Background: an optimization exercise with open tools, aiming at small area. Do not read the settings as production practice. At most, simulation tests tie the RTL to the original design; equivalence was not proved. Only the layout flow was run in runs 3 to 6; the RTL was not checked for function there. Power is estimated from default activity; no workload was simulated.

--- design.v ---
module sdm_scale #(
    parameter SW  = 24,              
    parameter P   = 5,               
    parameter RW  = 8,               
    parameter ST  = 4,               
    parameter C   = 9,               
    parameter OVL = 0                
) (
    input  wire          clk,
    input  wire          rst,
    input  wire [3:0]    pend,        
    output wire [1:0]    sel,         
    input  wire [SW-1:0] s_in,        
    output wire [3:0]    load,        
    output reg  [1:0]    ch1,         
    output reg  [1:0]    ch2,
    output reg  [1:0]    ch3,
    input  wire [RW:0]   dv1,         
    input  wire [RW:0]   dv2,
    input  wire [RW:0]   dv3,
    output reg           done,        
    output reg  [1:0]    dch,
    output wire [15:0]   code
);
    localparam E  = ST * C - (SW - P + 17);
    localparam XW = E + 18;
    localparam SR = SW - P;
    reg          a1, a2, a3;         
    reg          f2, f3;             
    reg          l2, l3;             
    reg [3:0]    cnt;
    reg [SR-1:0] sreg;
    reg [RW-1:0] r1, r2, r3;
    reg [ST-1:0] qq1, qq2;
    reg [XW-1:0] x;
    wire l1   = cnt == C - 1;
    wire free = OVL ? (!a1 || l1) : (!a1 && !a2 && (!a3 || l3));
    wire any  = |pend;
    assign sel  = pend[0] ? 2'd0 : pend[1] ? 2'd1 : pend[2] ? 2'd2 : 2'd3;
    wire   take = free && any;
    assign load = take ? (4'b0001 << sel) : 4'b0000;
    reg [RW-1:0] n1, n2, n3;
    reg [ST-1:0] q1, q2, q3;
    reg [RW:0]   t;
    reg [RW+1:0] u;
    integer i;
    wire [ST-1:0] in1 = sreg[SR-1 -: ST];
    always @* begin
        n1 = r1;
        for (i = ST - 1; i >= 0; i = i - 1) begin
            t = {n1, in1[i]};
            u = {1'b0, t} + {1'b0, ~dv1};      
            q1[i] = u[RW+1];
            if (q1[i]) t = u[RW:0];
            n1 = t[RW-1:0];
        end
        n2 = f2 ? {RW{1'b0}} : r2;
        for (i = ST - 1; i >= 0; i = i - 1) begin
            t = {n2, qq1[i]};
            u = {1'b0, t} + {1'b0, ~dv2};      
            q2[i] = u[RW+1];
            if (q2[i]) t = u[RW:0];
            n2 = t[RW-1:0];
        end
        n3 = f3 ? {RW{1'b0}} : r3;
        for (i = ST - 1; i >= 0; i = i - 1) begin
            t = {n3, qq2[i]};
            u = {1'b0, t} + {1'b0, ~dv3};      
            q3[i] = u[RW+1];
            if (q3[i]) t = u[RW:0];
            n3 = t[RW-1:0];
        end
    end
    always @(posedge clk) begin
        if (rst) begin
            a1   <= 1'b0;
            a2   <= 1'b0;
            a3   <= 1'b0;
            done <= 1'b0;
        end else begin
            if (a1) begin
                sreg <= sreg << ST;
                r1   <= n1;
                qq1  <= q1;
                cnt  <= cnt + 4'd1;
                if (l1) a1 <= 1'b0;
            end
            if (take) begin
                a1   <= 1'b1;
                cnt  <= 4'd0;
                ch1  <= sel;
                r1   <= s_in[SW-1 -: P];
                sreg <= s_in[SR-1:0];
            end
            a2 <= a1;
            f2 <= a1 && cnt == 4'd0;
            l2 <= a1 && l1;
            if (a1 && cnt == 4'd0) ch2 <= ch1;
            if (a2) begin
                r2  <= n2;
                qq2 <= q2;
            end
            a3 <= a2;
            f3 <= f2;
            l3 <= l2;
            if (f2) ch3 <= ch2;
            if (a3) begin
                r3 <= n3;
                x  <= {x[XW-ST-1:0], q3};
            end
            done <= a3 && l3;
            if (a3 && l3) dch <= ch3;
        end
    end
    wire [17:0] xs = x[XW-1:E];
    wire [18:0] xr = {1'b0, xs} + 19'd1;
    wire [16:0] q  = xr[17:1];
    assign code = q[16] ? 16'h7FFF : {~q[15], q[14:0]};
endmodule
module sdm_channel (
    input  wire        clk,
    input  wire        rst,
    input  wire        stb,           
    input  wire        dat,           
    input  wire        we,            
    input  wire [1:0]  addr,
    input  wire [31:0] wdata,
    input  wire        head,          
    input  wire        dload,         
    input  wire        cload,         
    output reg         op_smp,
    output reg         op_dat,
    output reg         op_dend,
    output reg         op_cend,
    output reg         op_clr,
    output reg         op_late,       
    output reg  [7:0]  d_n1,          
    output reg         d_ovr,
    output reg         d_susp,
    output reg         d_lvl,
    output reg         d_pend,
    output reg  [4:0]  c_m1,          
    output reg  [1:0]  c_k,           
    output reg  [15:0] c_lo,
    output reg  [15:0] c_hi,
    output reg         c_pend,
    output wire        ovr,
    output wire        active
);
    reg        en;
    reg        cmp_en;
    reg [1:0]  ord_k;
    reg [4:0]  osr_m1;
    reg [7:0]  dec_m1;
    reg [5:0]  sat_n;
    reg [15:0] lim_lo;
    reg [15:0] lim_hi;
    reg        ovr_sticky;
    wire wr_ctrl  = we && addr == 2'd0;
    wire wr_ovr   = we && addr == 2'd1;
    wire wr_lim   = we && addr == 2'd2;
    wire enabling = wr_ctrl && !en && wdata[0];
    wire [8:0] w_dec = wdata[24:16];
    wire [5:0] w_osr = wdata[13:8];
    wire [1:0] w_ord = wdata[4:3];
    wire [5:0] w_sat = wdata[13:8];
    wire [8:0] w_dec_m1 = w_dec - 9'd1;
    wire [5:0] w_osr_m1 = w_osr - 6'd1;
    wire smp = stb && en;
    reg       last;
    reg [5:0] run;
    reg       last_sat;
    wire [5:0] run_nx = (run != 6'd0 && dat == last) ? ((run == 6'd63) ? 6'd63 : run + 6'd1) : 6'd1;
    wire       sat_nx = run_nx >= sat_n;
    reg [7:0] dphase;
    reg [1:0] dcount;
    reg       sat_cur, sat_lvl, sat_h1, sat_h2;
    reg [4:0] cphase;
    wire dend       = dphase == dec_m1;
    wire cend       = cmp_en && cphase == osr_m1;
    wire sat_cur_nx = sat_cur | sat_nx;
    wire sat_lvl_nx = sat_nx ? dat : sat_lvl;
    always @(posedge clk) begin
        if (rst) begin
            en         <= 1'b0;
            sat_n      <= 6'd24;
            lim_lo     <= 16'h8000;
            lim_hi     <= 16'h7FFF;
            ovr_sticky <= 1'b0;
            op_smp     <= 1'b0;
            op_clr     <= 1'b0;
            d_pend     <= 1'b0;
            c_pend     <= 1'b0;
        end else begin
            if (wr_ctrl) begin
                en <= wdata[0];
                if (!en) begin
                    cmp_en <= wdata[2];
                    ord_k  <= (w_ord == 2'd0) ? 2'd1 : w_ord;
                    osr_m1 <= (w_osr < 6'd4) ? 5'd3 : (w_osr > 6'd32) ? 5'd31 : w_osr_m1[4:0];
                    dec_m1 <= (w_dec < 9'd32) ? 8'd31 : (w_dec > 9'd256) ? 8'd255 : w_dec_m1[7:0];
                end
            end
            if (wr_ovr)
                sat_n <= (w_sat < 6'd8) ? 6'd8 : w_sat;
            if (wr_lim) begin
                lim_lo <= wdata[15:0];
                lim_hi <= wdata[31:16];
            end
            if (smp && sat_nx)
                ovr_sticky <= 1'b1;
            else if (wr_ovr && wdata[0])
                ovr_sticky <= 1'b0;
            if (head) begin
                op_smp <= 1'b0;
                op_clr <= 1'b0;
            end
            if (smp) begin
                op_smp  <= 1'b1;
                op_dat  <= dat;
                op_dend <= dend;
                op_cend <= cend;
            end
            if (enabling) begin
                op_clr  <= 1'b1;
                op_late <= op_smp && !head;
            end
            if (head && op_smp && op_dend)
                d_pend <= 1'b1;
            else if (dload)
                d_pend <= 1'b0;
            if (head && op_smp && op_cend)
                c_pend <= 1'b1;
            else if (cload)
                c_pend <= 1'b0;
        end
        if (smp) begin
            last     <= dat;
            run      <= run_nx;
            last_sat <= sat_nx;
            sat_lvl  <= sat_lvl_nx;
            if (dend) begin
                dphase  <= 8'd0;
                if (dcount != 2'd2) dcount <= dcount + 2'd1;
                d_n1    <= dec_m1;
                d_ovr   <= sat_cur_nx;
                d_susp  <= (dcount != 2'd2) | sat_cur_nx | sat_h1 | sat_h2;
                d_lvl   <= sat_lvl_nx;
                sat_h2  <= sat_h1;
                sat_h1  <= sat_cur_nx;
                sat_cur <= 1'b0;
            end else begin
                dphase  <= dphase + 8'd1;
                sat_cur <= sat_cur_nx;
            end
            if (cmp_en) begin
                if (cend) begin
                    cphase <= 5'd0;
                    c_m1   <= osr_m1;
                    c_k    <= ord_k;
                    c_lo   <= lim_lo;
                    c_hi   <= lim_hi;
                end else begin
                    cphase <= cphase + 5'd1;
                end
            end
        end
        if (enabling) begin
            run      <= 6'd0;
            last_sat <= 1'b0;
            dphase   <= 8'd0;
            dcount   <= 2'd0;
            sat_cur  <= 1'b0;
            sat_lvl  <= 1'b0;
            sat_h1   <= 1'b0;
            sat_h2   <= 1'b0;
            cphase   <= 5'd0;
        end
    end
    assign ovr    = ovr_sticky;
    assign active = en & last_sat;
endmodule
module sdm_bank #(
    parameter NCH = 4
) (
    input  wire              clk,
    input  wire              rst,
    input  wire              sdm_stb,
    input  wire [NCH-1:0]    sdm_dat,
    input  wire              cfg_we,
    input  wire [1:0]        cfg_ch,
    input  wire [1:0]        cfg_addr,
    input  wire [31:0]       cfg_wdata,
    output wire [NCH-1:0]    dat_valid,
    output wire [32*NCH-1:0] dat_word,
    output wire [NCH-1:0]    cmp_valid,
    output wire [16*NCH-1:0] cmp_value,
    output wire [NCH-1:0]    cmp_above,
    output wire [NCH-1:0]    cmp_below,
    output wire [NCH-1:0]    ovr,
    output wire [NCH-1:0]    active
);
    reg  [1:0]  ph;                  
    wire [3:0]  op_smp, op_dat, op_dend, op_cend, op_clr, op_late;
    wire [3:0]  d_ovr, d_susp, d_lvl, d_pend, c_pend;
    wire [31:0] d_n1;
    wire [19:0] c_m1;
    wire [7:0]  c_k;
    wire [63:0] c_lo, c_hi;
    wire [3:0]  dload, cload;
    genvar n;
    generate
        for (n = 0; n < 4; n = n + 1) begin : g_ch
            sdm_channel u_ch (
                .clk     (clk),
                .rst     (rst),
                .stb     (sdm_stb),
                .dat     (sdm_dat[n]),
                .we      (cfg_we && cfg_ch == n),
                .addr    (cfg_addr),
                .wdata   (cfg_wdata),
                .head    (ph == n),
                .dload   (dload[n]),
                .cload   (cload[n]),
                .op_smp  (op_smp[n]),
                .op_dat  (op_dat[n]),
                .op_dend (op_dend[n]),
                .op_cend (op_cend[n]),
                .op_clr  (op_clr[n]),
                .op_late (op_late[n]),
                .d_n1    (d_n1[8*n +: 8]),
                .d_ovr   (d_ovr[n]),
                .d_susp  (d_susp[n]),
                .d_lvl   (d_lvl[n]),
                .d_pend  (d_pend[n]),
                .c_m1    (c_m1[5*n +: 5]),
                .c_k     (c_k[2*n +: 2]),
                .c_lo    (c_lo[16*n +: 16]),
                .c_hi    (c_hi[16*n +: 16]),
                .c_pend  (c_pend[n]),
                .ovr     (ovr[n]),
                .active  (active[n])
            );
        end
    endgenerate
    reg [95:0] ri1, ri2, ri3;        
    reg [95:0] rd1, rd2, rd3;        
    reg [59:0] rk1, rk2, rk3;        
    reg [95:0] rsd;                  
    reg [63:0] rsc;                  
    wire h_smp  = op_smp[ph];
    wire h_dat  = op_dat[ph];
    wire h_dend = h_smp & op_dend[ph];
    wire h_cend = h_smp & op_cend[ph];
    wire h_clr  = op_clr[ph];
    wire h_late = op_late[ph];
    wire [1:0] h_k = c_k[2*ph +: 2];
    wire h_x   = h_smp & h_dat;
    wire clr0x = h_clr & ~h_late & h_x;
    wire [23:0] i1n = ri1[23:0] + {23'd0, h_x};
    wire [23:0] i2n = ri2[23:0] + (h_smp ? i1n : 24'd0);
    wire [23:0] i3n = ri3[23:0] + (h_smp ? i2n : 24'd0);
    wire [23:0] dd1 = i3n - rd1[23:0];
    wire [23:0] dd2 = dd1 - rd2[23:0];
    wire [23:0] dd3 = dd2 - rd3[23:0];
    wire [14:0] csel = (h_k == 2'd1) ? i1n[14:0] : (h_k == 2'd2) ? i2n[14:0] : i3n[14:0];
    wire [14:0] cd1  = csel - rk1[14:0];
    wire [14:0] cd2  = cd1 - rk2[14:0];
    wire [14:0] cd3  = cd2 - rk3[14:0];
    wire [14:0] csum = (h_k == 2'd1) ? cd1 : (h_k == 2'd2) ? cd2 : cd3;
    wire        cful = (csum == 15'd0) & h_dat;
    wire [23:0] o1  = h_clr ? {23'd0, clr0x} : i1n;
    wire [23:0] o2  = h_clr ? {23'd0, clr0x} : i2n;
    wire [23:0] o3  = h_clr ? {23'd0, clr0x} : i3n;
    wire [23:0] od1 = h_clr ? 24'd0 : h_dend ? i3n : rd1[23:0];
    wire [23:0] od2 = h_clr ? 24'd0 : h_dend ? dd1 : rd2[23:0];
    wire [23:0] od3 = h_clr ? 24'd0 : h_dend ? dd2 : rd3[23:0];
    wire [14:0] ok1 = h_clr ? 15'd0 : h_cend ? csel : rk1[14:0];
    wire [14:0] ok2 = h_clr ? 15'd0 : h_cend ? cd1 : rk2[14:0];
    wire [14:0] ok3 = h_clr ? 15'd0 : h_cend ? cd2 : rk3[14:0];
    wire [23:0] osd = h_dend ? dd3 : rsd[23:0];
    wire [15:0] osc = h_cend ? {cful, csum} : rsc[15:0];
    always @(posedge clk) begin
        if (rst) ph <= 2'd0;
        else     ph <= ph + 2'd1;
        ri1 <= {o1,  ri1[95:24]};
        ri2 <= {o2,  ri2[95:24]};
        ri3 <= {o3,  ri3[95:24]};
        rd1 <= {od1, rd1[95:24]};
        rd2 <= {od2, rd2[95:24]};
        rd3 <= {od3, rd3[95:24]};
        rk1 <= {ok1, rk1[59:15]};
        rk2 <= {ok2, rk2[59:15]};
        rk3 <= {ok3, rk3[59:15]};
        rsd <= {osd, rsd[95:24]};
        rsc <= {osc, rsc[63:16]};
    end
    wire [1:0]  dsel, dch1, dch2, dch3, dch;
    wire        ddone;
    wire [15:0] dcode;
    wire [1:0]  dpos = dsel - ph;
    wire [8:0]  dn1  = {1'b0, d_n1[8*dch1 +: 8]};
    wire [8:0]  dn2  = {1'b0, d_n1[8*dch2 +: 8]};
    wire [8:0]  dn3  = {1'b0, d_n1[8*dch3 +: 8]};
    sdm_scale #(.SW(24), .P(5), .RW(8), .ST(3), .C(12), .OVL(1)) u_dscale (
        .clk(clk), .rst(rst),
        .pend(d_pend), .sel(dsel), .s_in(rsd[24*dpos +: 24]), .load(dload),
        .ch1(dch1), .ch2(dch2), .ch3(dch3),
        .dv1(dn1), .dv2(dn2), .dv3(dn3),
        .done(ddone), .dch(dch), .code(dcode)
    );
    wire        o_ovr  = d_ovr[dch];
    wire        o_susp = d_susp[dch];
    wire        o_lvl  = d_lvl[dch];
    wire [15:0] dfinal = o_ovr ? (o_lvl ? 16'h7FFF : 16'h8000) : dcode;
    wire [1:0]  csl, cch1, cch2, cch3, cch;
    wire        cdone;
    wire [15:0] ccode;
    wire [1:0]  cpos = csl - ph;
    wire [5:0]  cm1  = {1'b0, c_m1[5*cch1 +: 5]};
    wire [5:0]  cm2  = {1'b0, c_m1[5*cch2 +: 5]};
    wire [5:0]  cm3  = {1'b0, c_m1[5*cch3 +: 5]};
    wire [1:0]  ck2  = c_k[2*cch2 +: 2];
    wire [1:0]  ck3  = c_k[2*cch3 +: 2];
    sdm_scale #(.SW(16), .P(2), .RW(5), .ST(5), .C(7), .OVL(1)) u_cscale (
        .clk(clk), .rst(rst),
        .pend(c_pend), .sel(csl), .s_in(rsc[16*cpos +: 16]), .load(cload),
        .ch1(cch1), .ch2(cch2), .ch3(cch3),
        .dv1(cm1),
        .dv2(ck2 == 2'd1 ? 6'd0 : cm2),
        .dv3(ck3 == 2'd3 ? cm3 : 6'd0),
        .done(cdone), .dch(cch), .code(ccode)
    );
    wire [15:0] o_lo = c_lo[16*cch +: 16];
    wire [15:0] o_hi = c_hi[16*cch +: 16];
    wire        o_above = $signed(ccode) > $signed(o_hi);
    wire        o_below = $signed(ccode) < $signed(o_lo);
    generate
        for (n = 0; n < 4; n = n + 1) begin : g_out
            assign dat_valid[n]          = ddone && dch == n;
            assign dat_word[32*n +: 32]  = {8'b0000_0000, 1'b1, o_susp, o_ovr, n[4:0], dfinal};
            assign cmp_valid[n]          = cdone && cch == n;
            assign cmp_value[16*n +: 16] = ccode;
            assign cmp_above[n]          = o_above;
            assign cmp_below[n]          = o_below;
        end
    endgenerate
endmodule
--- standard.sh ---
#!/bin/bash
# synth_recipe.tcl (not shown) runs the flow's synth.tcl, then flattens the netlist and writes it again
# the make line also repeats each setting of config.mk as NAME=value (left out here)
make -C /OpenROAD-flow-scripts/flow DESIGN_CONFIG=/design/flow/config.mk WORK_HOME=/design/flow/orfs CLKGATE_MAP_FILE= SYNTH_SCRIPT=/design/flow/synth_recipe.tcl "${@:-finish}"
--- flow/run.sh ---
#!/bin/bash
# Standard layout, with the smallest buffer on the ports and clock tree
# synthesis told not to add dummy loads.
set -euo pipefail
export BUFFER_PORTS_ARGS="-buffer_cell sky130_fd_sc_hd__buf_1"
export CTS_ARGS="-sink_clustering_enable -repair_clock_nets -dont_use_dummy_load -buf_list sky130_fd_sc_hd__clkbuf_4"
bash standard.sh > standard.log 2>&1
--- constraint.sdc ---
create_clock -name core_clock -period 12.0 [get_ports {clk}]
set_input_delay 2.4000 -clock core_clock [delete_from_list [all_inputs] [get_ports {clk}]]
set_output_delay 2.4000 -clock core_clock [all_outputs]
set_load 0.01 [all_outputs]
--- config.mk ---
export PLATFORM = sky130hd
export DESIGN_NAME = sdm_bank
export DESIGN_NICKNAME = sdm_bank
export VERILOG_FILES = /design/flow/design.v
export SDC_FILE = /design/flow/constraint.sdc
export NUM_CORES = 4
export LEC_CHECK = 0
export ABC_AREA = 1
export CAP_MARGIN = 20
export CORE_MARGIN = 2
export CORE_UTILIZATION = 55
export CTS_BUF_LIST = sky130_fd_sc_hd__clkbuf_4
export PLACE_DENSITY = 0.7
export SLEW_MARGIN = 20
==> results by group, run 1 <==
Floorplan
  • Ports: 260
  • Die Width: 361 um
  • Starting Density: 55.2%
  • Die Y: 361 um
  • Rows: 131
  • Core Footprint: 127000 um2
  • Die Area: 130000 um2

Cells and area
  • Area of the multi-input gates: 27200 um2
  • Final Non-Filler Cells: 9679
  • Layout area overhead: 6.50%
  • Final instance area: 74700 um2
  • Final #Nets: 8478
  • Layout cell share with drive strength beyond 1: 7.73%
  • Storage cell area: 37500 um2
  • # fillers: 11.1k

Critical path
  • Worst-path maximum fanout: 21
  • Worst Path Arrival: 11690 ps
  • Crit path required time: 13220 ps
  • Type of the worst setup path: flip-flop to flip-flop
  • Worst Path Buf+Inv: 9
  • Critical path's top delay family: simple AND/OR/NAND/NOR gates
  • Slowest CP cell: dfxtp_1
  • CP peak stage delay: 750 ps
  • Critical Path Start Type: flip-flop
  • CP Capture Type: flip-flop

Clock tree
  • CTS max path bufs: 4
  • PostCTS Resize Cnt: 0
  • # hold bufs at CTS: 0
  • Post-CTS setup buffers: 0
  • CTS Sinks: 1650
  • CTS Root Cell: clkbuf_4
  • CTS tree: built
  • CTS H-tree depth: 5
  • CTS buffer count: 416
  • Worst-path clk slew: 60 ps
  • Clock latency (worst-skew pair): 1340 ps

Power
  • Lkg Pwr: 33.1 nW
  • P per Cell Area: 257 nW/um2
  • Peak VDD IR: 0.000449 V

Global route
  • Vias in the first global route: 49.8k
  • Largest net degree at the start of global routing: 85
  • Initial antenna violation count: 7
  • All-Layer GR Usage: 24.4%
  • First-pass GRT wire length: 257000 um
  • GR Overflow Total: 0

Timing
  • Worst-Margin Slew: 1070 ps
  • Clock Skew: 151 ps
  • Setup-failing EPs final: 0
  • Part of the cycle the worst path needs: 87.3%
  • Setup_tns: 0 ps
  • Slew Limit Headroom: 28.2%
  • Tmin final: 10470 ps
  • RSZ-0062 raised after global routing: no
  • Hold WS: 205 ps
  • FMAX: 95.5 MHz
  • Slew Viols, Final: 0
  • Final Hold Fails: 0

Run status
  • Outcome: finished clean

Place
  • Area after DPL: 71500 um2
  • Total placed cells including tap cells: 9250
  • Post-DP HPWL: 113000 um
  • GPL Wtd Cong: 0.906
  • IO Port Bufs: 203

Synthesis
  • Post-synthesis sequential area ratio: 53.4%
  • Leading area contributor after synthesis: dfxtp_1
  • EDFF count, synth: 444
  • Mapped Cells: 7664
  • Most frequent cell after synthesis: dfxtp_1
  • Mapped Avg Cell Area: 9.15 um2
  • Top FF cell, synth: dfxtp_1
  • Post-synth top cells: dfxtp_1, nand2_1, inv_1
  • Area contributors post-synth: dfxtp_1, edfxtp_1, ha_1
  • Post-synth ARST share: 0%
  • Yosys warning count: 4
  • Netlist cell types: 74
  • Yosys top cell area share: 34.4%
  • Number of synthesized register bits: 1650
  • Mapped cell area: 70100 um2

Routing
  • Detailed Route WL: 161000 um
  • Post-DRT Antenna Nets: 0
  • Starting DRT DRC Count: 3673
  • Number of remaining DRC errors: 0
  • Total number of vias: 51.7k
  • WL/cell: 16.6 um
  • Number of detailed-route iterations in the first pass: 7
  • Post-DR vias/cell: 5.34

Flow run
  • Max Cap Violations: 0

Worst hold path
  • Hold WC Path Type: flip-flop to flip-flop
## power breakdown
group | internal [W] | leakage, nW | switching (W)
Clock | 0.00157 | 1.91 | 0.00189
Sequential | 0.00681 | 14.0 | 0.000367
Combinational | 0.00309 | 17.1 | 0.00545
## layout by cell type, fill, tap and decap left out, types with 32 or more instances in the layout
| master | netlist | final |
|---|---|---|
| nand3_1 | 322 | 322 |
| xor2_1 | 186 | 186 |
| a21oi_1 | 630 | 630 |
| nor3_1 | 73 | 69 |
| inv_1 | 921 | 919 |
| buf_4 | 179 | 57 |
| nand4_1 | 53 | 53 |
| conb_1 | 2 | 56 |
| o211ai_1 | 41 | 41 |
| fa_1 | 32 | 32 |
| nor2_1 | 677 | 664 |
| nand2_1 | 1204 | 1202 |
| edfxtp_1 | 444 | 444 |
| dfxtp_1 | 1206 | 1206 |
| xnor2_1 | 112 | 112 |
| clkbuf_4 | 0 | 416 |
| or2_2 | 42 | 42 |
| o21ai_0 | 518 | 518 |
| buf_1 | 18 | 202 |
| a221oi_1 | 47 | 46 |
| a211oi_1 | 33 | 33 |
| ha_1 | 396 | 396 |
## stage by stage
step | utilization [%] | setup WS, ps | total power, W
5_1_grt | 58.8 | 499 | 0.0208
3_3_place_gp | 56.3 | 1860 | 0.0156
6_report | 58.8 | 1530 | 0.0192
2_1_floorplan | - | 3460 | 0.0136
3_5_place_dp | 56.3 | 1640 | 0.0157
4_1_cts | 58.8 | 1610 | 0.0192
## kinds of logic after synthesis
kind of cell / Yosys count / synth area share, %
fa+ha+maj: 428 / 7.98
xor+xnor: 298 / 3.72
simple gates: 2458 / 14.7
other cells: 2 / 0.0107
buf+inv: 1336 / 8.18
compound gates: 1488 / 11.9
mux: 4 / 0.0642
flops: 1650 / 53.4
## state kept, by name, summed over array words and instances, names as in the netlist, 24 cells and up
| name | flops |
|---|---|
| ri2 | 96 |
| ri3 | 96 |
| g_ch.u_ch.lim_lo | 64 |
| rsd | 96 |
| g_ch.u_ch.c_lo | 64 |
| g_ch.u_ch.lim_hi | 64 |
| rk2 | 60 |
| g_ch.u_ch.d_n1 | 32 |
| g_ch.u_ch.dec_m1 | 32 |
| g_ch.u_ch.run | 24 |
| ri1 | 96 |
| rd2 | 96 |
| rd1 | 96 |
| rsc | 64 |
| rk1 | 60 |
| rk3 | 60 |
| g_ch.u_ch.sat_n | 24 |
| rd3 | 96 |
| g_ch.u_ch.dphase | 32 |
| g_ch.u_ch.c_hi | 64 |
## area by class of cell
class / instances / area share (%)
Antenna cell: 13 / 0.0436
Clock buffer: 416 / 4.18
Inverter: 946 / 4.77
Multi-Input combinational cell: 4732 / 36.5
Sequential cell: 1650 / 50.2
Tap cell: 1662 / 2.78
Timing Repair Buffer: 260 / 1.59
## metal layers
layer  up-vias  GRT usage, %  wire length [um]
met3       257          5.08             10300
met4         6          8.21              3730
met2      1604          40.1             75100
met1     24000          32.2             71900
met5         -             0                37
li1      25800             -                 -
## worst paths after layout
path / slack, ps / cells after the start / from / to
max: 1530 / 57 / ph[0] / rsd[95]
min: 210 / 0 / rk1[23] / rk1[8]
max reg2reg: 1530 / 57 / ph[0] / rsd[95]
min reg2reg: 210 / 0 / rk1[23] / rk1[8]
==> inputs of run 2 (changes only) <==
==> flow/run.sh (replaced) <==
#!/bin/bash
# Standard layout, with clock tree synthesis told not to add dummy loads.
set -euo pipefail
export CTS_ARGS="-sink_clustering_enable -repair_clock_nets -dont_use_dummy_load -buf_list sky130_fd_sc_hd__clkbuf_4"
bash standard.sh > standard.log 2>&1
==> run 2 against run 1 <==
Against the previous run: clock skew decreased by 32 ps; first-iteration DRC count about the same; count of clock-buffer cells in the layout decreased by 4; highest routed layer unchanged; core utilization increased by 0.96 points; cell count decreased by 0.11%; critical path depth unchanged; total power increased by 1.3%; combinational power increased by 3.3%; largest power group unchanged; non-clock buffer count decreased by 1; via count decreased by 0.27%; flip-flop and latch count unchanged.
==> results by group, run 2 <==
Floorplan
  • Die Area: 130000 um2 (unchanged)
  • Core Footprint: 127000 um2 (unchanged)
  • Die Y: 361 um (unchanged)
  • Starting Density: 55.2% (unchanged)
  • Die Width: 361 um (unchanged)
  • Ports: 260 (unchanged)
  • Rows: 131 (unchanged)

Timing
  • Worst-Margin Slew: 1020 ps (-46.5 ps)
  • Final Hold Fails: 0 (unchanged)
  • Part of the cycle the worst path needs: 85.4% (-1.8 points)
  • RSZ-0062 raised after global routing: no
  • Slew Limit Headroom: 31.7% (+3.5 points)
  • FMAX: 97.5 MHz (+2.1%)
  • Clock Skew: 119 ps (-32.0 ps)
  • Slew Viols, Final: 0 (unchanged)
  • Setup_tns: 0 ps (unchanged)
  • Tmin final: 10250 ps (-218 ps)
  • Setup-failing EPs final: 0 (unchanged)

Clock tree
  • PostCTS Resize Cnt: 0 (unchanged)
  • Worst-path clk slew: 70 ps (about the same)
  • CTS Root Cell: clkbuf_4
  • CTS H-tree depth: 5 (unchanged)
  • CTS max path bufs: 4 (unchanged)
  • CTS buffer count: 412 (-0.96%)
  • CTS tree: built
  • Post-CTS setup buffers: 0 (unchanged)
  • # hold bufs at CTS: 0 (unchanged)
  • CTS Sinks: 1650 (unchanged)
  • Clock latency (worst-skew pair): 1310 ps (-30 ps)

Synthesis
  • Netlist cell types: 74 (unchanged)
  • Area contributors post-synth: dfxtp_1, edfxtp_1, ha_1
  • Most frequent cell after synthesis: dfxtp_1
  • Mapped Cells: 7664 (unchanged)
  • Post-synth top cells: dfxtp_1, nand2_1, inv_1
  • Top FF cell, synth: dfxtp_1
  • Post-synthesis sequential area ratio: 53.4% (unchanged)
  • Yosys top cell area share: 34.4% (unchanged)
  • Leading area contributor after synthesis: dfxtp_1
  • Mapped Avg Cell Area: 9.15 um2 (unchanged)
  • Number of synthesized register bits: 1650 (unchanged)
  • Mapped cell area: 70100 um2 (unchanged)
  • EDFF count, synth: 444 (unchanged)
  • Yosys warning count: 4 (unchanged)
  • Post-synth ARST share: 0% (unchanged)

Global route
  • All-Layer GR Usage: 24.7% (+0.27 points)
  • Met1 Usage GRT: 33.0% (+0.78 points)
  • GR Overflow Total: 0 (unchanged)
  • GR peak layer: met2
  • Largest net degree at the start of global routing: 145 (+71%)
  • GRT met3 Usage: 5.13% (+0.049 points)
  • Initial antenna violation count: 6 (-1)
  • Global-route met2 utilization: 39.8% (-0.31 points)
  • Vias in the first global route: 49.7k (-0.29%)
  • First-pass GRT wire length: 259000 um (+0.84%)

Cells and area
  • Commonest non-fill, non-tap cells in the layout: dfxtp_1, nand2_1, inv_1
  • Final #Nets: 8473 (-0.059%)
  • Layout cell share with drive strength beyond 1: 7.66% (-0.070 points)
  • Fin util: 59.8% (+0.96 points)
  • Commonest non-fill, non-tap cell in the layout: dfxtp_1
  • Layout area overhead: 8.24%

Routing
  • Starting DRT DRC Count: 3671 (-0.054%)
  • WL/cell: 16.8 um (+1.1%)
  • Detailed Route WL: 163000 um (+1.0%)
  • Post-DRT Antenna Nets: 0 (unchanged)
  • Number of remaining DRC errors: 0 (unchanged)
  • Post-DR vias/cell: 5.33 (-0.16%)
  • Total number of vias: 51.5k (-0.27%)
  • Number of detailed-route iterations in the first pass: 6 (-1)

Power
  • Peak VDD IR: 0.000387 V (-14%)
  • Lkg Pwr: 33.6 nW (+1.6%)
  • P per Cell Area: 256 nW/um2 (-0.35%)

Critical path
  • CP peak stage delay: 580 ps (-170 ps)
  • Critical Path Start Type: flip-flop
  • Crit path required time: 13250 ps (+30 ps)
  • Type of the worst setup path: flip-flop to flip-flop
  • Worst-path maximum fanout: 12 (-43%)
  • CP Capture Type: flip-flop
  • Worst Path Arrival: 11500 ps (-190 ps)
  • Slowest CP cell: dfxtp_1
  • Crit path top cell by count: nand2_1

Flow run
  • Max Cap Violations: 0 (unchanged)

Place
  • GPL Wtd Cong: 0.888 (-1.9%)
  • Post-DP HPWL: 115000 um (+1.8%)
  • IO Port Bufs: 203 (unchanged)

Run status
  • Outcome: finished clean

Worst hold path
  • Hold WC Path Type: flip-flop to flip-flop
==> run 2: final timing paths <==
check | slack, ps | startpoint | end | cells after the start
worst max register to register | 1750 | ph[1] | rsd[95] | 57
worst min register to register | 250 | rk1[47] | rk1[32] | 0
worst min-delay path | 250 | rk1[47] | rk1[32] | 0
worst max-delay path | 1750 | ph[1] | rsd[95] | 57
==> run 2: layout make-up <==
class,instances,area [um2]
fillers,11000,51100
flip-flops and latches,1650,37500
multi-input cells,4732,27200
inverters,946,3560
clock buffers,412,3090
repair buffers,259,2460
well taps,1662,2080
diodes,7,17.5
==> run 2: cells by family (layout without fill, tap and decap cells) <==
family / Yosys count / after routing / synth area share (%)
compound gates: 1488 / 1488 / 11.9
flops: 1650 / 1650 / 53.4
other cells: 2 / 63 / 0.0107
simple gates: 2458 / 2458 / 14.7
xor+xnor: 298 / 298 / 3.72
mux: 4 / 4 / 0.0642
fa+ha+maj: 428 / 428 / 7.98
buf+inv: 1336 / 1617 / 8.18
==> run 2: critical path: cells and delay by family (launching register included) <==
| kind | cells | cell delay [ps] |
|---|---|---|
| AO/OA/AOI/OAI | 8 | 1630 |
| XOR/XNOR | 6 | 1220 |
| adder cells (fa/ha/maj) | 6 | 1930 |
| buffers and inverters | 8 | 710 |
| flip-flops | 1 | 580 |
| AND/OR/NAND/NOR | 29 | 4210 |
==> run 2: routing by layer <==
layer	wire length [um]	up-vias
met5	23	-
met4	4230	4
met3	10600	264
met2	74700	1568
met1	73200	23900
li1	-	25800
==> run 2: report_power, final <==
part,switching (W),total (W),internal [W]
sequential,0.000363,0.00717,0.00681
combinational,0.00570,0.00882,0.00311
clock,0.00187,0.00343,0.00155
==> run 2: through the flow <==
step / hold WS [ps] / setup slack (ps) / power, W / cell area [um2] / instances
3_3_place_gp: 309 / 2070 / 0.0158 / 72800 / 9249
4_1_cts: 236 / 1810 / 0.0195 / 75900 / 9661
5_1_grt: 243 / 552 / 0.0210 / 75900 / 9665
6_report: 254 / 1750 / 0.0194 / 75900 / 9668
2_1_floorplan: 310 / 3460 / 0.0136 / 70300 / 7718
3_5_place_dp: 312 / 1780 / 0.0160 / 72800 / 9249
==> inputs of run 3 (changes only) <==
--- a/design.v
+++ b/design.v
@@ -168,8 +168,7 @@
     wire [5:0] w_osr_m1 = w_osr - 6'd1;
     wire smp = stb && en;
-    reg       last;
     reg [5:0] run;
     reg       last_sat;
-    wire [5:0] run_nx = (run != 6'd0 && dat == last) ? ((run == 6'd63) ? 6'd63 : run + 6'd1) : 6'd1;
+    wire [5:0] run_nx = (run != 6'd0 && dat == op_dat) ? ((run == 6'd63) ? 6'd63 : run + 6'd1) : 6'd1;
     wire       sat_nx = run_nx >= sat_n;
     reg [7:0] dphase;
@@ -236,5 +235,4 @@
         end
         if (smp) begin
-            last     <= dat;
             run      <= run_nx;
             last_sat <= sat_nx;
==> flow/run.sh (replaced) <==
#!/bin/bash
# Standard layout, with the smallest buffer on the ports and clock tree
# synthesis with larger sink clusters and no dummy loads.
set -euo pipefail
export BUFFER_PORTS_ARGS="-buffer_cell sky130_fd_sc_hd__buf_1"
export CTS_ARGS="-sink_clustering_enable -repair_clock_nets -dont_use_dummy_load -buf_list sky130_fd_sc_hd__clkbuf_16 -sink_clustering_size 20 -sink_clustering_max_diameter 80"
bash standard.sh > standard.log 2>&1
==> run 3 against run 2 <==
Against the previous run: still clean; routed wire length is 4.1% lower; critical path depth is 4 lower; register-to-register slack better by 40 ps; clock power is 8.7% lower; largest cell class unchanged.
==> results by group, run 3 <==
Run status
  • Outcome: finished clean

Floorplan
  • Starting Density: 55.6% (+0.38 points)
  • Die Y: 361 um (about the same)
  • Rows: 130 (-0.76%)
  • Die Area: 130000 um2 (about the same)
  • Die Width: 361 um (about the same)
  • Ports: 260 (unchanged)
  • Core Footprint: 126000 um2 (-0.76%)

Global route
  • All-Layer GR Usage: 23.5% (-1.2 points)
  • GR Overflow Total: 0 (unchanged)
  • Vias in the first global route: 47.4k (-4.6%)
  • Initial antenna violation count: 3 (-3)
  • First-pass GRT wire length: 249000 um (-3.7%)
  • Largest net degree at the start of global routing: 92 (-37%)

Flow run
  • Max Cap Violations: 0 (unchanged)

Critical path
  • Critical Path Start Type: flip-flop
  • Crit path required time: 12590 ps (-660 ps)
  • Worst-case reg-to-reg path depth: 53 (-7.0%)
  • Reg2reg start: ph[0]
  • Critical path's top delay family: simple AND/OR/NAND/NOR gates
  • Worst Path Buf+Inv: 7 (-1)
  • RR Endpoint: rsd[94]
  • Reg2reg setup slack: 1790 ps (+40 ps)
  • Slowest CP cell: dfxtp_1
  • CP Capture Type: flip-flop
  • Worst-path maximum fanout: 47 (+35)
  • Type of the worst setup path: flip-flop to flip-flop
  • Crit path top cell by count: nand2_1
  • CP peak stage delay: 770 ps (+190 ps)
  • Worst Path Arrival: 10800 ps (-700 ps)

Timing
  • Worst setup margin: 1790 ps (+44.4 ps)
  • Tmin final: 10210 ps (-44.4 ps)
  • Part of the cycle the worst path needs: 85.1% (-0.37 points)
  • Final Hold Fails: 0 (unchanged)
  • FMAX: 98.0 MHz (+0.44%)
  • RSZ-0062 raised after global routing: no
  • Slew Limit Headroom: 27.4% (-4.3 points)
  • Worst-Margin Slew: 1080 ps (+57.4 ps)
  • Slew Viols, Final: 0 (unchanged)
  • Clock Skew: 74.3 ps (-44.3 ps)
  • Setup_tns: 0 ps (unchanged)
  • Setup-failing EPs final: 0 (unchanged)
  • Hold WS: 278 ps (+23.9 ps)

Power
  • Peak VDD IR: 0.000255 V (-34%)
  • Flop pwr share: 40.6% (+3.7 points)
  • Clk pwr share: 18.0% (+0.4 points)
  • P per Cell Area: 236 nW/um2 (-7.9%)
  • Combinational share of power: 41.4% (-4.0 points)
  • Net switching power: 0.00669 W (-16%)
  • Lkg Pwr: 32.3 nW (-4.0%)
  • Pint: 0.0107 W (-6.6%)
  • Sw Ratio: 38.4% (-2.5 points)

Synthesis
  • Mapped cell area: 70100 um2 (about the same)
  • Mapped Cells: 7665 (+0.013%)
  • Netlist cell types: 76 (+2.7%)
  • Leading area contributor after synthesis: dfxtp_1
  • Number of synthesized register bits: 1646 (-0.24%)
  • Yosys top cell area share: 34.5% (about the same)
  • EDFF count, synth: 440 (-0.90%)
  • Yosys warning count: 4 (unchanged)
  • Mapped Avg Cell Area: 9.14 um2 (about the same)
  • Top FF cell, synth: dfxtp_1
  • Area contributors post-synth: dfxtp_1, edfxtp_1, ha_1
  • Most frequent cell after synthesis: nand2_1
  • Post-synth ARST share: 0% (unchanged)
  • Post-synthesis sequential area ratio: 53.3% (-0.13 points)
  • Post-synth top cells: nand2_1, dfxtp_1, inv_1

Clock tree
  • Worst-path clk slew: 90 ps (+20 ps)
  • Post-CTS setup buffers: 0 (unchanged)
  • CTS tree: built
  • CTS max path bufs: 3 (-1)
  • CTS H-tree depth: 3 (-2)
  • CTS Root Cell: clkbuf_16
  • CTS Sinks: 1646 (-0.24%)
  • # hold bufs at CTS: 0 (unchanged)
  • PostCTS Resize Cnt: 0 (unchanged)
  • CTS buffer count: 97 (-76%)
  • Clock latency (worst-skew pair): 700 ps (-610 ps)

Cells and area
  • Final #Nets: 8154 (-3.8%)
  • Layout cell share with drive strength beyond 1: 3.93% (-3.7 points)
  • Final Non-Filler Cells: 9332 (-3.5%)
  • Commonest non-fill, non-tap cells in the layout: nand2_1, dfxtp_1, inv_1
  • Commonest non-fill, non-tap cell in the layout: nand2_1
  • Layout area overhead: 5.42%
  • Final instance area: 73900 um2 (-2.7%)

Routing
  • Post-DR vias/cell: 5.35 (+0.42%)
  • Number of detailed-route iterations in the first pass: 5 (-1)
  • Starting DRT DRC Count: 4021 (+9.5%)
  • WL/cell: 16.7 um (-0.68%)
  • Post-DRT Antenna Nets: 0 (unchanged)
  • Number of remaining DRC errors: 0 (unchanged)
  • Detailed Route WL: 156000 um (-4.1%)
  • Total number of vias: 49.9k (-3.1%)

Worst hold path
  • Hold path cells: 0 (unchanged)
  • Hold endpoint: rd3[63]
  • Hold Crit Start: rd3[87]
  • Hold WC Path Type: flip-flop to flip-flop

Place
  • Pre-CTS setup slack: 1880 ps (+105 ps)
  • IO Port Bufs: 203 (unchanged)
  • GPL Wtd Cong: 0.868 (-2.2%)
  • Post-DP HPWL: 111000 um (-3.8%)
  • Total placed cells including tap cells: 9232 (-0.18%)
  • Area after DPL: 71400 um2 (-1.9%)
run 3: routing by layer:
layer	up-vias	routed length (um)	part of all wire, %	GRT usage [%]
met2	1223	72900	47	39.5
met1	23500	71800	46	32.2
li1	25000	-	-	-
met4	2	3700	2.4	6.18
met3	219	7560	4.8	2.64
met5	-	7	0.0045	0
run 3: area by class of cell:
cell class	instances	area, um2
fill	10900	52200
multi-input combinational	4739	27300
tap	1650	2060
inverter	935	3520
antenna	2	5.00
sequential	1646	37400
timing repair buffer	263	1210
clock buffer	97	2430
run 3: cells by family after synthesis:
logic type,count (synthesis),synth area share [%]
flip-flops,1646,53.3
buffers and inverters,1334,8.20
AO/OA/AOI/OAI,1561,12.5
multiplexers,3,0.0482
adder cells (fa/ha/maj),428,7.98
other,2,0.0107
XOR/XNOR,298,3.72
AND/OR/NAND/NOR,2393,14.2
run 3: through the flow:
step / power (W) / util, %
2_1_floorplan: 0.0124 / -
3_3_place_gp: 0.0142 / 56.7
3_5_place_dp: 0.0143 / 56.7
4_1_cts: 0.0175 / 58.6
5_1_grt: 0.0187 / 58.6
6_report: 0.0174 / 58.6
run 3: worst register-to-register path, delay by kind of cell, from the launching register on:
kind            cells  cell delay, ps
xor+xnor            4             680
simple gates       22            2950
flops               1             770
compound gates     14            2530
fa+ha+maj           6            1970
buf+inv             7            1200
run 3: power by group through the flow:
stage          combinational (W)  clock [W]  sequential (W)
2_1_floorplan            0.00538          0         0.00707
3_3_place_gp             0.00703          0         0.00715
3_5_place_dp             0.00711          0         0.00719
4_1_cts                  0.00717    0.00321         0.00707
5_1_grt                  0.00812    0.00339         0.00717
6_report                 0.00720    0.00313         0.00707
run 3: worst max-delay path by stage:
stage               startpoint       to  slack (ps)  cells after the start
finish                   ph[0]  rsd[94]        1790                     53
global route             ph[0]  rsd[94]         690                     50
CTS                      ph[0]  rsd[94]        1870                     53
detailed placement       ph[0]  rsd[94]        1880                     53
global placement         ph[0]  rsd[95]        2070                     54
floorplan                ph[0]  rsd[95]        3880                     53
==> inputs of run 4 (changes only) <==
==> flow/run.sh (replaced) <==
#!/bin/bash
# Standard layout, with the smallest buffer on the ports and clock tree
# synthesis with larger sink clusters and no dummy loads.
set -euo pipefail
export BUFFER_PORTS_ARGS="-buffer_cell sky130_fd_sc_hd__buf_1"
export CTS_ARGS="-sink_clustering_enable -repair_clock_nets -dont_use_dummy_load -buf_list sky130_fd_sc_hd__clkbuf_8 -sink_clustering_size 14 -sink_clustering_max_diameter 60"
bash standard.sh > standard.log 2>&1
==> run 4 against run 3 <==
Against the previous run: first-iteration DRC count fell by 4.4%; hold slack got worse by 2.4 ps; maximum frequency fell by 0.19%; critical path type unchanged; highest routed layer unchanged; clock skew rose by 17 ps; sequential power barely moved; die area did not move.
==> results by group, run 4 <==
Run status
  • Outcome: finished clean

Place
  • IO Port Bufs: 203 (unchanged)
  • Pre-CTS setup slack: 1880 ps (unchanged)
  • GPL Wtd Cong: 0.868 (unchanged)
  • Post-DP HPWL: 111000 um (unchanged)
  • Area after DPL: 71400 um2 (unchanged)

Power
  • Overall power: 0.0171 W (-2.0%)
  • Peak VDD IR: 0.000286 V (+12%)
  • P per Cell Area: 232 nW/um2 (-1.4%)
  • Lkg Pwr: 32.1 nW (-0.41%)

Floorplan
  • Die Width: 361 um (unchanged)
  • Die Y: 361 um (unchanged)
  • Rows: 130 (unchanged)
  • Starting Density: 55.6% (unchanged)
  • Core Footprint: 126000 um2 (unchanged)
  • Die Area: 130000 um2 (unchanged)
  • Ports: 260 (unchanged)

Clock tree
  • # hold bufs at CTS: 0 (unchanged)
  • CTS Sinks: 1646 (unchanged)
  • CTS H-tree depth: 4 (+1)
  • CTS buffer count: 148 (+53%)
  • Clock latency (worst-skew pair): 890 ps (+190 ps)
  • PostCTS Resize Cnt: 0 (unchanged)
  • Post-CTS setup buffers: 0 (unchanged)
  • Worst-path clk slew: 80 ps (about the same)
  • CTS tree: built
  • CTS Root Cell: clkbuf_8
  • CTS max path bufs: 3 (unchanged)

Cells and area
  • Layout cell share with drive strength beyond 1: 4.57% (+0.63 points)
  • Area of the multi-input gates: 27300 um2 (unchanged)
  • Storage cell area: 37400 um2 (unchanged)
  • Final #Nets: 8205 (+0.63%)
  • Final instance area: 73500 um2 (-0.53%)
  • Commonest non-fill, non-tap cell in the layout: nand2_1
  • Commonest non-fill, non-tap cells in the layout: nand2_1, dfxtp_1, inv_1
  • # fillers: 11.0k (+0.40%)
  • Layout area overhead: 4.87%

Timing
  • Setup-failing EPs final: 0 (unchanged)
  • Final Hold Fails: 0 (unchanged)
  • Worst-Margin Slew: 1090 ps (+14.2 ps)
  • RSZ-0062 raised after global routing: no
  • Slew Viols, Final: 0 (unchanged)
  • Tmin final: 10230 ps (+19.9 ps)
  • FMAX: 97.8 MHz (-0.19%)
  • Slew Limit Headroom: 26.4% (-0.95 points)
  • Setup_tns: 0 ps (unchanged)
  • Part of the cycle the worst path needs: 85.2% (+0.17 points)
  • Hold WS: 275 ps (-2.43 ps)
  • Clock Skew: 91.4 ps (+17.0 ps)
  • Worst setup margin: 1770 ps (-19.9 ps)

Worst hold path
  • Hold Crit Start: rd1[93]
  • Hold endpoint: rd1[69]
  • Hold WC Path Type: flip-flop to flip-flop
  • Hold path cells: 0 (unchanged)

Synthesis
  • Post-synth top cells: nand2_1, dfxtp_1, inv_1
  • Mapped Cells: 7665 (unchanged)
  • Number of synthesized register bits: 1646 (unchanged)
  • Area contributors post-synth: dfxtp_1, edfxtp_1, ha_1
  • Mapped Avg Cell Area: 9.14 um2 (unchanged)
  • Leading area contributor after synthesis: dfxtp_1
  • Most frequent cell after synthesis: nand2_1
  • Yosys top cell area share: 34.5% (unchanged)
  • Post-synthesis sequential area ratio: 53.3% (unchanged)
  • Netlist cell types: 76 (unchanged)
  • Post-synth ARST share: 0% (unchanged)
  • Top FF cell, synth: dfxtp_1
  • EDFF count, synth: 440 (unchanged)
  • Mapped cell area: 70100 um2 (unchanged)
  • Yosys warning count: 4 (unchanged)

Critical path
  • Critical Path Start Type: flip-flop
  • RR Endpoint: rsd[94]
  • Worst-path maximum fanout: 47 (unchanged)
  • Reg2reg start: ph[0]
  • Worst Path Buf+Inv: 7 (unchanged)
  • Crit path required time: 12740 ps (+150 ps)
  • Worst Path Arrival: 10960 ps (+160 ps)
  • Slowest CP cell: dfxtp_1
  • Crit path top cell by count: nand2_1
  • Reg2reg setup slack: 1770 ps (-20 ps)
  • Critical path's top delay family: simple AND/OR/NAND/NOR gates
  • CP Capture Type: flip-flop
  • CP peak stage delay: 770 ps (about the same)
  • Worst-case reg-to-reg path depth: 53 (unchanged)
  • Type of the worst setup path: flip-flop to flip-flop

Global route
  • All-Layer GR Usage: 23.6% (+0.17 points)
  • First-pass GRT wire length: 250000 um (+0.17%)
  • Largest net degree at the start of global routing: 92 (unchanged)
  • Vias in the first global route: 47.6k (+0.49%)
  • Initial antenna violation count: 4 (+1)
  • GR Overflow Total: 0 (unchanged)

Routing
  • Post-DR vias/cell: 5.35 (about the same)
  • Starting DRT DRC Count: 3844 (-4.4%)
  • Number of detailed-route iterations in the first pass: 5 (unchanged)
  • Total number of vias: 50.2k (+0.51%)
  • Number of remaining DRC errors: 0 (unchanged)
  • Post-DRT Antenna Nets: 0 (unchanged)
  • Detailed Route WL: 156000 um (about the same)
  • WL/cell: 16.6 um (-0.49%)

Flow run
  • Max Cap Violations: 0 (unchanged)
run 4: metrics by stage:
step                      utilization [%]  instances
final                                58.3       9384
after global placement               56.7       9232
after detailed placement             56.7       9232
after CTS                            58.3       9380
after global routing                 58.3       9384
after floorplan                         -       7719
run 4: final cells by class:
| class | instances | area share (%) |
|---|---|---|
| Sequential cell | 1646 | 50.8 |
| Multi-Input combinational cell | 4739 | 37.1 |
| Clock buffer | 148 | 2.77 |
| Tap cell | 1650 | 2.81 |
| Inverter | 935 | 4.79 |
| Timing Repair Buffer | 263 | 1.65 |
| Antenna cell | 3 | 0.0102 |
run 4: how the worst max path moves through the flow:
stage | start | endpoint | slack, ps | depth (start not counted)
final | ph[0] | rsd[94] | 1770 | 53
after global routing | ph[0] | rsd[94] | 650 | 53
after CTS | ph[0] | rsd[94] | 1830 | 53
after detailed placement | ph[0] | rsd[94] | 1880 | 53
after global placement | ph[0] | rsd[95] | 2070 | 54
after floorplan | ph[0] | rsd[95] | 3880 | 53
run 4: logic make-up (layout without fill, tap and decap cells):
| logic type | Yosys count | count (layout) | share of synthesized area, % |
|---|---|---|---|
| buffers and inverters | 1334 | 1346 | 8.20 |
| flip-flops | 1646 | 1646 | 53.3 |
| adder cells (fa/ha/maj) | 428 | 428 | 7.98 |
| AND/OR/NAND/NOR | 2393 | 2393 | 14.2 |
| other | 2 | 59 | 0.0107 |
| AO/OA/AOI/OAI | 1561 | 1561 | 12.5 |
| XOR/XNOR | 298 | 298 | 3.72 |
| multiplexers | 3 | 3 | 0.0482 |
run 4: where the power goes:
| group | total [W] | switching (W) | internal [W] |
|---|---|---|---|
| registers | 0.00707 | 0.000343 | 0.00672 |
| clock network | 0.00279 | 0.00169 | 0.00110 |
| logic | 0.00720 | 0.00464 | 0.00256 |
run 4: per-layer routing:
metal,vias to the layer above,routed length [um],GRT usage (%)
met5,-,7,0
met4,2,3500,6.78
met3,237,7940,3.31
met2,1240,72900,39.4
met1,23600,71700,32.1
li1,25100,-,-
==> inputs of run 5 (changes only) <==
--- a/config.mk
+++ b/config.mk
@@ -9,6 +9,5 @@
 export CAP_MARGIN = 20
 export CORE_MARGIN = 2
-export CORE_UTILIZATION = 55
-export CTS_BUF_LIST = sky130_fd_sc_hd__clkbuf_4
-export PLACE_DENSITY = 0.7
+export CORE_UTILIZATION = 70
+export PLACE_DENSITY = 0.8
 export SLEW_MARGIN = 20
==> run 5 against run 4 <==
Against the previous run: critical path depth is 5 lower; first-iteration DRC count is 14% higher; die area is 21% lower; synthesized area stayed put; combinational power hardly changed; cell count is 3.8% lower; largest power group unchanged.
==> results by group, run 5 <==
Clock tree
  • CTS Root Cell: clkbuf_8
  • CTS max path bufs: 3 (unchanged)
  • Worst-path clk slew: 80 ps (about the same)
  • CTS H-tree depth: 4 (unchanged)
  • # hold bufs at CTS: 0 (unchanged)
  • CTS Sinks: 1646 (unchanged)
  • Post-CTS setup buffers: 0 (unchanged)
  • Clock latency (worst-skew pair): 850 ps (-40 ps)
  • CTS tree: built
  • PostCTS Resize Cnt: 0 (unchanged)
  • CTS buffer count: 145 (-2.0%)

Cells and area
  • # fillers: 7366 (-33%)
  • Commonest non-fill, non-tap cells in the layout: nand2_1, dfxtp_1, inv_1
  • Final #Nets: 8197 (-0.098%)
  • Layout cell share with drive strength beyond 1: 4.48% (-0.086 points)
  • Layout area overhead: 4.16%
  • Final Non-Filler Cells: 9031 (-3.8%)
  • Commonest non-fill, non-tap cell in the layout: nand2_1

Global route
  • Met1 Usage GRT: 40.6% (+8.5 points)
  • GRT met3 Usage: 3.98% (+0.66 points)
  • First-pass GRT wire length: 249000 um (-0.51%)
  • GR peak layer: met2
  • Initial antenna violation count: 5 (+1)
  • Global-route met2 utilization: 50.3% (+11 points)
  • Vias in the first global route: 48.3k (+1.5%)
  • Largest net degree at the start of global routing: 98 (+6.5%)
  • All-Layer GR Usage: 30.0% (+6.4 points)
  • GR Overflow Total: 0 (unchanged)

Timing
  • Slew Limit Headroom: 27.2% (+0.71 points)
  • Setup-failing EPs final: 0 (unchanged)
  • Slew Viols, Final: 0 (unchanged)
  • RSZ-0062 raised after global routing: no
  • FMAX: 98.4 MHz (+0.70%)
  • Setup_tns: 0 ps (unchanged)
  • Hold WS: 304 ps (+28.7 ps)
  • Part of the cycle the worst path needs: 84.6% (-0.59 points)
  • Worst-Margin Slew: 1080 ps (-10.6 ps)
  • Final Hold Fails: 0 (unchanged)
  • Clock Skew: 88.1 ps (-3.29 ps)
  • Tmin final: 10160 ps (-70.9 ps)
  • Worst setup margin: 1840 ps (+70.9 ps)

Floorplan
  • Starting Density: 70.3% (+15 points)
  • Rows: 116 (-11%)
  • Die Area: 103000 um2 (-21%)
  • Die Width: 320 um (-11%)
  • Die Y: 320 um (-11%)
  • Ports: 260 (unchanged)
  • Core Footprint: 99700 um2 (-21%)

Routing
  • WL/cell: 17.3 um (+3.8%)
  • Detailed Route WL: 156000 um (-0.13%)
  • Number of detailed-route iterations in the first pass: 6 (+1)
  • Post-DR vias/cell: 5.64 (+5.4%)
  • Number of remaining DRC errors: 0 (unchanged)
  • Post-DRT Antenna Nets: 0 (unchanged)
  • Total number of vias: 50.9k (+1.5%)
  • Starting DRT DRC Count: 4369 (+14%)

Power
  • P per Cell Area: 234 nW/um2 (+0.82%)
  • Lkg Pwr: 32.1 nW (-0.13%)
  • Overall power: 0.0171 W (+0.14%)
  • Peak VDD IR: 0.000270 V (-5.7%)

Synthesis
  • Yosys warning count: 4 (unchanged)
  • Post-synth top cells: nand2_1, dfxtp_1, inv_1
  • Netlist cell types: 76 (unchanged)
  • Top FF cell, synth: dfxtp_1
  • Leading area contributor after synthesis: dfxtp_1
  • Area contributors post-synth: dfxtp_1, edfxtp_1, ha_1
  • Mapped cell area: 70100 um2 (unchanged)
  • Number of synthesized register bits: 1646 (unchanged)
  • Most frequent cell after synthesis: nand2_1
  • Mapped Avg Cell Area: 9.14 um2 (unchanged)
  • Mapped Cells: 7665 (unchanged)
  • Post-synth ARST share: 0% (unchanged)
  • Post-synthesis sequential area ratio: 53.3% (unchanged)
  • Yosys top cell area share: 34.5% (unchanged)
  • EDFF count, synth: 440 (unchanged)

Place
  • Pre-CTS setup slack: 1950 ps (+65.0 ps)
  • GPL Wtd Cong: 0.887 (+2.1%)
  • IO Port Bufs: 203 (unchanged)
  • Post-DP HPWL: 111000 um (+0.14%)
  • Total placed cells including tap cells: 8875 (-3.9%)

Flow run
  • Max Cap Violations: 0 (unchanged)

Run status
  • Outcome: finished clean

Critical path
  • Worst-path maximum fanout: 47 (unchanged)
  • CP peak stage delay: 770 ps (about the same)
  • RR Endpoint: rsd[94]
  • Worst Path Arrival: 10850 ps (-110 ps)
  • Critical path's top delay family: compound AO/OA/AOI/OAI gates
  • Reg2reg start: ph[0]
  • Crit path top cell by count: nand2_1
  • Slowest CP cell: dfxtp_1
  • Worst-case reg-to-reg path depth: 48 (-9.4%)
  • Reg2reg setup slack: 1840 ps (+70 ps)
  • Critical Path Start Type: flip-flop
  • Type of the worst setup path: flip-flop to flip-flop
  • Worst Path Buf+Inv: 6 (-1)
  • CP Capture Type: flip-flop
  • Crit path required time: 12690 ps (-50 ps)

Worst hold path
  • Hold path cells: 0 (unchanged)
  • Hold endpoint: rd3[26]
  • Hold WC Path Type: flip-flop to flip-flop
  • Hold Crit Start: rd3[50]
run 5: cell counts after synthesis:
No cell type changed its count.
run 5: routing by layer:
metal	vias to the layer above	wire length (um)
met2	1617	73600
met3	272	9590
met5	-	0
met1	23900	68400
li1	25100	-
met4	0	4230
run 5: worst max-delay path by stage:
stage / to / start / slack, ps / depth (start not counted)
2_1_floorplan: rsd[95] / ph[0] / 3880 / 53
3_3_place_gp: rsd[95] / ph[0] / 2180 / 54
3_5_place_dp: rsd[94] / ph[0] / 1950 / 53
4_1_cts: rsd[95] / ph[0] / 1910 / 54
5_1_grt: rsd[94] / ph[0] / 670 / 50
6_report: rsd[94] / ph[0] / 1840 / 48
run 5: cell type report:
| class | count | area (um2) | share of cell area, % |
|---|---|---|---|
| Timing Repair Buffer | 258 | 1180 | 1.62 |
| Multi-Input combinational cell | 4739 | 27300 | 37.4 |
| Tap cell | 1298 | 1620 | 2.22 |
| Sequential cell | 1646 | 37400 | 51.2 |
| Inverter | 935 | 3520 | 4.82 |
| Clock buffer | 145 | 2000 | 2.73 |
| Antenna cell | 10 | 25.0 | 0.0343 |
run 5: power breakdown:
group	total [W]	switching, W	internal, W
Clock	0.00277	0.00169	0.00108
Sequential	0.00709	0.000360	0.00673
Combinational	0.00723	0.00466	0.00256
run 5: cell families after synthesis:
kind of cell | share of synthesized area (%)
flip-flops | 53.3
adder cells (fa/ha/maj) | 7.98
AND/OR/NAND/NOR | 14.2
XOR/XNOR | 3.72
buffers and inverters | 8.20
AO/OA/AOI/OAI | 12.5
other | 0.0107
multiplexers | 0.0482
run 5: metrics by stage:
| stage | util [%] | instance area (um2) |
|---|---|---|
| after floorplan | - | 70300 |
| after global routing | 73.2 | 73000 |
| after CTS | 73.2 | 73000 |
| after global placement | 71.1 | 70900 |
| after detailed placement | 71.2 | 71000 |
| final | 73.2 | 73000 |
==> inputs of run 6 (changes only) <==
--- a/config.mk
+++ b/config.mk
@@ -7,7 +7,7 @@
 export LEC_CHECK = 0
 export ABC_AREA = 1
-export CAP_MARGIN = 20
+export CAP_MARGIN = 5
 export CORE_MARGIN = 2
-export CORE_UTILIZATION = 70
-export PLACE_DENSITY = 0.8
-export SLEW_MARGIN = 20
+export CORE_UTILIZATION = 55
+export PLACE_DENSITY = 0.7
+export SLEW_MARGIN = 5
==> run 6 against run 5 <==
Against the previous run: core utilization shrank 15 points; sequential share of layout area fell by 0.33 points; critical path type unchanged; cell count grew 3.9%.
==> results by group, run 6 <==
Run status
  • Outcome: finished clean

Clock tree
  • Worst-path clk slew: 80 ps (about the same)
  • Clock latency (worst-skew pair): 890 ps (+40 ps)
  • CTS H-tree depth: 4 (unchanged)
  • CTS Root Cell: clkbuf_8
  • CTS tree: built
  • CTS Sinks: 1646 (unchanged)
  • CTS max path bufs: 3 (unchanged)
  • CTS buffer count: 148 (+2.1%)
  • PostCTS Resize Cnt: 0 (unchanged)
  • # hold bufs at CTS: 0 (unchanged)
  • Post-CTS setup buffers: 0 (unchanged)

Synthesis
  • Post-synth ARST share: 0% (unchanged)
  • Area contributors post-synth: dfxtp_1, edfxtp_1, ha_1
  • Yosys warning count: 4 (unchanged)
  • Number of synthesized register bits: 1646 (unchanged)
  • Netlist cell types: 76 (unchanged)
  • Leading area contributor after synthesis: dfxtp_1
  • Most frequent cell after synthesis: nand2_1
  • Post-synthesis sequential area ratio: 53.3% (unchanged)
  • Mapped Avg Cell Area: 9.14 um2 (unchanged)
  • Mapped Cells: 7665 (unchanged)
  • EDFF count, synth: 440 (unchanged)
  • Yosys top cell area share: 34.5% (unchanged)
  • Post-synth top cells: nand2_1, dfxtp_1, inv_1
  • Top FF cell, synth: dfxtp_1
  • Mapped cell area: 70100 um2 (unchanged)

Critical path
  • RR Endpoint: rsd[94]
  • Worst-path maximum fanout: 47 (unchanged)
  • Critical Path Start Type: flip-flop
  • Worst Path Buf+Inv: 7 (+1)
  • CP Capture Point: rsd[94]
  • Critical path's top delay family: simple AND/OR/NAND/NOR gates
  • Worst-case reg-to-reg path depth: 53 (+10%)
  • Slowest CP cell: dfxtp_1
  • Reg2reg start: ph[0]
  • CP peak stage delay: 770 ps (about the same)
  • Crit path required time: 12740 ps (+50 ps)
  • Crit path top cell by count: nand2_1
  • Type of the worst setup path: flip-flop to flip-flop
  • CP Capture Type: flip-flop
  • Worst Path Arrival: 10970 ps (+120 ps)
  • Levels on crit path: 53 (+10%)
  • Reg2reg setup slack: 1770 ps (-70 ps)
  • Crit path launch: ph[0]

Global route
  • All-Layer GR Usage: 23.6% (-6.4 points)
  • Initial antenna violation count: 4 (-1)
  • Vias in the first global route: 47.6k (-1.5%)
  • First-pass GRT wire length: 250000 um (+0.51%)
  • Largest net degree at the start of global routing: 92 (-6.1%)
  • GR Overflow Total: 0 (unchanged)

Timing
  • Tmin final: 10230 ps (+70.6 ps)
  • Clock Skew: 91.9 ps (+3.84 ps)
  • Part of the cycle the worst path needs: 85.2% (+0.59 points)
  • Setup_tns: 0 ps (unchanged)
  • RSZ-0062 raised after global routing: no
  • Slew Viols, Final: 0 (unchanged)
  • Hold WS: 275 ps (-28.7 ps)
  • Worst-Margin Slew: 1150 ps (+70.1 ps)
  • Slew Limit Headroom: 23.0% (-4.2 points)
  • Final Hold Fails: 0 (unchanged)
  • FMAX: 97.8 MHz (-0.69%)
  • Setup-failing EPs final: 0 (unchanged)

Cells and area
  • Final Non-Filler Cells: 9383 (+3.9%)
  • Layout cell share with drive strength beyond 1: 4.53% (+0.048 points)
  • Final instance area: 73500 um2 (+0.66%)
  • Layout area overhead: 4.85%
  • Commonest non-fill, non-tap cell in the layout: nand2_1
  • Final #Nets: 8204 (+0.085%)
  • # fillers: 11.0k (+49%)
  • Commonest non-fill, non-tap cells in the layout: nand2_1, dfxtp_1, inv_1

Place
  • Post-DP HPWL: 111000 um (-0.14%)
  • GPL Wtd Cong: 0.868 (-2.1%)
  • Total placed cells including tap cells: 9232 (+4.0%)
  • Area after DPL: 71400 um2 (+0.66%)
  • IO Port Bufs: 203 (unchanged)

Routing
  • Post-DR vias/cell: 5.34 (-5.3%)
  • WL/cell: 16.6 um (-3.7%)
  • Post-DRT Antenna Nets: 0 (unchanged)
  • Number of remaining DRC errors: 0 (unchanged)
  • Detailed Route WL: 156000 um (about the same)
  • Total number of vias: 50.1k (-1.6%)
  • Starting DRT DRC Count: 3853 (-12%)
  • Number of detailed-route iterations in the first pass: 6 (unchanged)

Floorplan
  • Starting Density: 55.6% (-15 points)
  • Ports: 260 (unchanged)
  • Die Y: 361 um (+13%)
  • Rows: 130 (+12%)
  • Core Footprint: 126000 um2 (+26%)
  • Die Width: 361 um (+13%)
  • Die Area: 130000 um2 (+27%)

Power
  • Lkg Pwr: 32.1 nW (+0.11%)
  • Peak VDD IR: 0.000286 V (+5.8%)
  • Combinational share of power: 42.2% (about the same)
  • Sw Ratio: 39.1% (-0.20 points)
  • Flop pwr share: 41.4% (about the same)
  • P per Cell Area: 232 nW/um2 (-0.84%)
  • Net switching power: 0.00667 W (-0.70%)
  • Pint: 0.0104 W (+0.14%)
  • Clk pwr share: 16.4% (+0.2 points)

Flow run
  • Max Cap Violations: 0 (unchanged)

Worst hold path
  • Hold WC Path Type: flip-flop to flip-flop
  • Hold path cells: 0 (unchanged)
==> run 6: kinds of logic (layout without fill, tap and decap cells) <==
| group | Yosys count | count (layout) | synth area share (%) |
|---|---|---|---|
| simple gates | 2393 | 2393 | 14.2 |
| xor+xnor | 298 | 298 | 3.72 |
| mux | 3 | 3 | 0.0482 |
| buf+inv | 1334 | 1345 | 8.20 |
| other cells | 2 | 59 | 0.0107 |
| fa+ha+maj | 428 | 428 | 7.98 |
| compound gates | 1561 | 1561 | 12.5 |
| flops | 1646 | 1646 | 53.3 |
==> run 6: layout make-up <==
| cell class | instances | area, um2 | area share [%] |
|---|---|---|---|
| well taps | 1650 | 2060 | 2.81 |
| flip-flops and latches | 1646 | 37400 | 50.8 |
| multi-input cells | 4739 | 27300 | 37.1 |
| diodes | 3 | 7.51 | 0.0102 |
| repair buffers | 262 | 1210 | 1.64 |
| inverters | 935 | 3520 | 4.79 |
| clock buffers | 148 | 2040 | 2.77 |
==> run 6: stage by stage <==
stage / util (%) / power [W] / worst slack [ps]
after floorplan: - / 0.0124 / 3880
after detailed placement: 56.7 / 0.0143 / 1880
after global placement: 56.7 / 0.0142 / 2070
after CTS: 58.3 / 0.0171 / 1830
after global routing: 58.3 / 0.0184 / 649
final: 58.3 / 0.0171 / 1770
==> run 6: layer usage <==
metal	vias to the layer above	GRT usage, %	routed length (um)
met5	-	0	7
met4	2	6.78	3550
met3	240	3.31	7890
met2	1253	39.4	72900
met1	23500	32.1	71700
li1	25100	-	-
==> run 6: power groups by stage <==
| stage | Combinational, W | Sequential, W | Clock [W] |
|---|---|---|---|
| floorplan | 0.00538 | 0.00707 | 0 |
| global placement | 0.00703 | 0.00715 | 0 |
| detailed placement | 0.00711 | 0.00719 | 0 |
| CTS | 0.00716 | 0.00707 | 0.00289 |
| global route | 0.00811 | 0.00717 | 0.00308 |
| finish | 0.00719 | 0.00707 | 0.00280 |
==> run 6: how the worst min path moves through the flow <==
stage / from / slack (ps) / to
4_1_cts: rd2[94] / 280 / rd2[70]
3_5_place_dp: rd3[24] / 310 / rd3[0]
2_1_floorplan: rd1[24] / 310 / rd1[0]
6_report: rd1[93] / 280 / rd1[69]
3_3_place_gp: ri3[58] / 310 / ri3[34]
5_1_grt: rd1[93] / 280 / rd1[69]

-- re-timing with driven ports --
How much do the figures lean on ideal ports? The routed layouts below were timed once more, with nothing changed but the port constraints. Step 1 (the two cells are an assumption about what drives the block):
set clk [get_ports {clk}]
set_driving_cell -lib_cell sky130_fd_sc_hd__clkbuf_16 $clk
set_driving_cell -lib_cell sky130_fd_sc_hd__buf_2 [delete_from_list [all_inputs] $clk]
Step 2 moves the port delays by t, midway between the first and last clock arrival at a register: inputs arrive t later, outputs are due t later. That takes back most of the time a late clock gives input paths. Three values: no drivers, after step 1, after step 2; two values: the first two.
run	shift t [ns]	slack for setup (ns)	worst setup path at the end	worst data-port slew with drivers (ns)
run 1	1.336	1.529 / 1.529 / 1.529	register to register	0.14
run 2	1.316	1.747 / 1.747 / 1.747	register to register	0.14
run 3	0.742	1.791 / 1.791 / 1.791	register to register	0.13
run 4	0.910	1.771 / 1.771 / 1.771	register to register	0.12
run 5	0.877	1.842 / 1.842 / 1.842	register to register	0.11
run 6	0.910	1.771 / 1.771 / 1.771	register to register	0.12
After both steps setup and hold are still met in every run listed.
